This is an optimization exercise on Yosys and OpenROAD, whose aim is small area, a short achievable clock period and few clock cycles per item, not a production implementation.

// prl_tag_engine
module prl_tag_engine (
    input  wire         clk,
    input  wire         rst,           
    input  wire         cmd_valid,
    output wire         cmd_ready,
    input  wire [1:0]   cmd_op,        
    input  wire [1:0]   cmd_ksel,      
    input  wire [255:0] cmd_key,       
    input  wire [47:0]  cmd_frame,     
    input  wire [4:0]   cmd_pair,
    input  wire [7:0]   cmd_place,
    input  wire [7:0]   cmd_where,
    input  wire [3:0]   cmd_elem,
    input  wire [11:0]  cmd_obj,
    input  wire [2:0]   cmd_kind,
    input  wire [7:0]   cmd_state,
    output wire         tag_valid,
    input  wire         tag_ready,
    output wire [63:0]  tag,
    output wire         key_a_present,
    output wire         key_b_present
);
    localparam [1:0] OP_TAG   = 2'd0;
    localparam [1:0] OP_LOAD  = 2'd1;
    localparam [1:0] OP_CLEAR = 2'd2;
    localparam integer RUN = 11, LP = 10, PL = 9, SB = 8, OK = 7, PK = 6;
    localparam integer CW = 12;
    reg [255:0] key_a, key_b;
    reg [127:0] l_a, l_b;
    reg         key_a_ok, key_b_ok;
  ...
Size: ~15000 cells after synthesis, about 2800 flip-flops.
==> flow/config.mk <==
export PLATFORM = sky130hd
export DESIGN_NAME = prl_tag_engine
export DESIGN_NICKNAME = prl_tag_engine
export VERILOG_FILES = /design/flow/design.v
export SDC_FILE = /design/flow/constraint.sdc
export NUM_CORES = 8
export LEC_CHECK = 0
export CAP_MARGIN = 20
export CORE_MARGIN = 2
export CORE_UTILIZATION = 25
export CTS_CLUSTER_DIAMETER = 100
export CTS_CLUSTER_SIZE = 20
export PLACE_DENSITY = 0.45
export SETUP_SLACK_MARGIN = 4.5
export SLEW_MARGIN = 20
==> flow/constraint.sdc <==
create_clock -name core_clock -period 8.0 [get_ports {clk}]
set_input_delay 1.6000 -clock core_clock [delete_from_list [all_inputs] [get_ports {clk}]]
set_output_delay 1.6000 -clock core_clock [all_outputs]
set_load 0.01 [all_outputs]
run.sh (not shown) runs the stock make flow with config.mk's settings and CLKGATE_MAP_FILE= SYNTH_SCRIPT=/design/flow/synth_recipe.tcl, a recipe that flattens the netlist after the stock synthesis.
The starting point went through all stages and came out clean.
Edit:
SETUP_SLACK_MARGIN = 4.7   (was 4.5)
Non-clock buffer count is higher by 136.
Routed wire length climbs by 1.1%.
Worst hold slack gets worse by 0.0053 ns.
Sequential cell count is unchanged.
Edit:
==> flow/flow/run.sh (new file) <==
#!/bin/bash
set -euo pipefail
bash standard.sh "BUFFER_PORTS_ARGS=-buffer_cell sky130_fd_sc_hd__buf_1" finish > flow_make.log 2>&1
==> flow/standard.sh (new file) <==
#!/bin/bash
# synth_recipe.tcl (not shown) runs the flow's synth.tcl, then flattens the netlist and writes it again
# the make line also repeats each setting of config.mk as NAME=value (left out here)
make -C /OpenROAD-flow-scripts/flow DESIGN_CONFIG=/design/flow/config.mk WORK_HOME=/design/flow/orfs CLKGATE_MAP_FILE= SYNTH_SCRIPT=/design/flow/synth_recipe.tcl "${@:-finish}"
removed: flow/run.sh
Outcome: The new run finished clean. Critical path depth goes down by 6. Final area goes down by 1.4%.
Edit:
==> flow/run.sh (new file) <==
#!/bin/bash
# synth_recipe.tcl (not shown) runs the flow's synth.tcl, then flattens the netlist and writes it again
# the make line also repeats each setting of config.mk as NAME=value (left out here)
make -C /OpenROAD-flow-scripts/flow DESIGN_CONFIG=/design/flow/config.mk WORK_HOME=/design/flow/orfs CLKGATE_MAP_FILE= SYNTH_SCRIPT=/design/flow/synth_recipe.tcl finish
SETUP_SLACK_MARGIN = 4.2   (was 4.7)
removed: flow/flow/run.sh
removed: flow/standard.sh
=> The new run went through all stages and came out clean; design area shrinks by 3.2%; hold slack gets worse by 0.015 ns; synthesized cell count does not change; setup slack is worse by 0.37 ns.
No run of this note included a check of the RTL's function; only the layout flow was run.

---

Starting RTL as in the previous note.
Settings: LEC_CHECK=0, CAP_MARGIN=20, CORE_MARGIN=2, CORE_UTILIZATION=25, CTS_CLUSTER_DIAMETER=100, CTS_CLUSTER_SIZE=20, PLACE_DENSITY=0.45, SETUP_SLACK_MARGIN=5, SLEW_MARGIN=20; clock period 8.0 ns.
Stock flow here: none of the scripts above is used.
Next try:
--- a/flow/config.mk
+++ b/flow/config.mk
@@ -6,4 +6,5 @@
 export NUM_CORES = 8
 export LEC_CHECK = 0
+export ABC_AREA = 1
 export CAP_MARGIN = 20
 export CORE_MARGIN = 2
@@ -12,4 +13,4 @@
 export CTS_CLUSTER_SIZE = 20
 export PLACE_DENSITY = 0.45
-export SETUP_SLACK_MARGIN = 5
+export SETUP_SLACK_MARGIN = 4.7
 export SLEW_MARGIN = 20
Wire length went up by 31%.
Die area went up by 9.5%.
Clock skew went up by 0.012 ns.
Flip-flop and latch count is unchanged.
Register-to-register slack loses 0.11 ns.
Cell area went down by 3.4%.
Function was not checked in any run of this note: the RTL went through the layout flow alone.

afterwards: timing with drivers on the ports:
The flow's constraints put no driver on any port. The routed layouts listed below were extracted and timed again, unchanged, in two steps.
Step 1: set_driving_cell puts a clkbuf_16 on clk and a buf_2 on each other input, an assumption about the parent block.
Step 2 also shifts input and output timing later by t, the mid clock arrival at the registers, as if the neighbouring blocks saw the same clock.
Slacks: ideal / step 1 / step 2; pairs: ideal / step 1.
run | shift t [ns] | slack for setup (ns) | clock arrival spread, ns
the first run of note 1 | 1.058 | 4.408 / 4.408 / 3.620 | 0.076 / 0.076
the second run of note 1 | 1.061 | 4.629 / 4.503 / 3.892 | 0.076 / 0.076
the third run of note 1 | 1.075 | 4.585 / 4.449 / 3.962 | 0.080 / 0.080
the fourth run of note 1 | 1.063 | 4.218 / 4.157 / 3.346 | 0.076 / 0.076
the first run of note 2 | 1.079 | 4.648 / 4.515 / 4.077 | 0.087 / 0.087
the second run of note 2 | 1.119 | 4.427 / 4.291 / 3.705 | 0.110 / 0.109
After both steps every run listed still meets setup and hold. For the fourth run of note 1, which loses most, drivers alone change the setup slack by -0.061 ns; drivers and shift together by -0.872 ns.
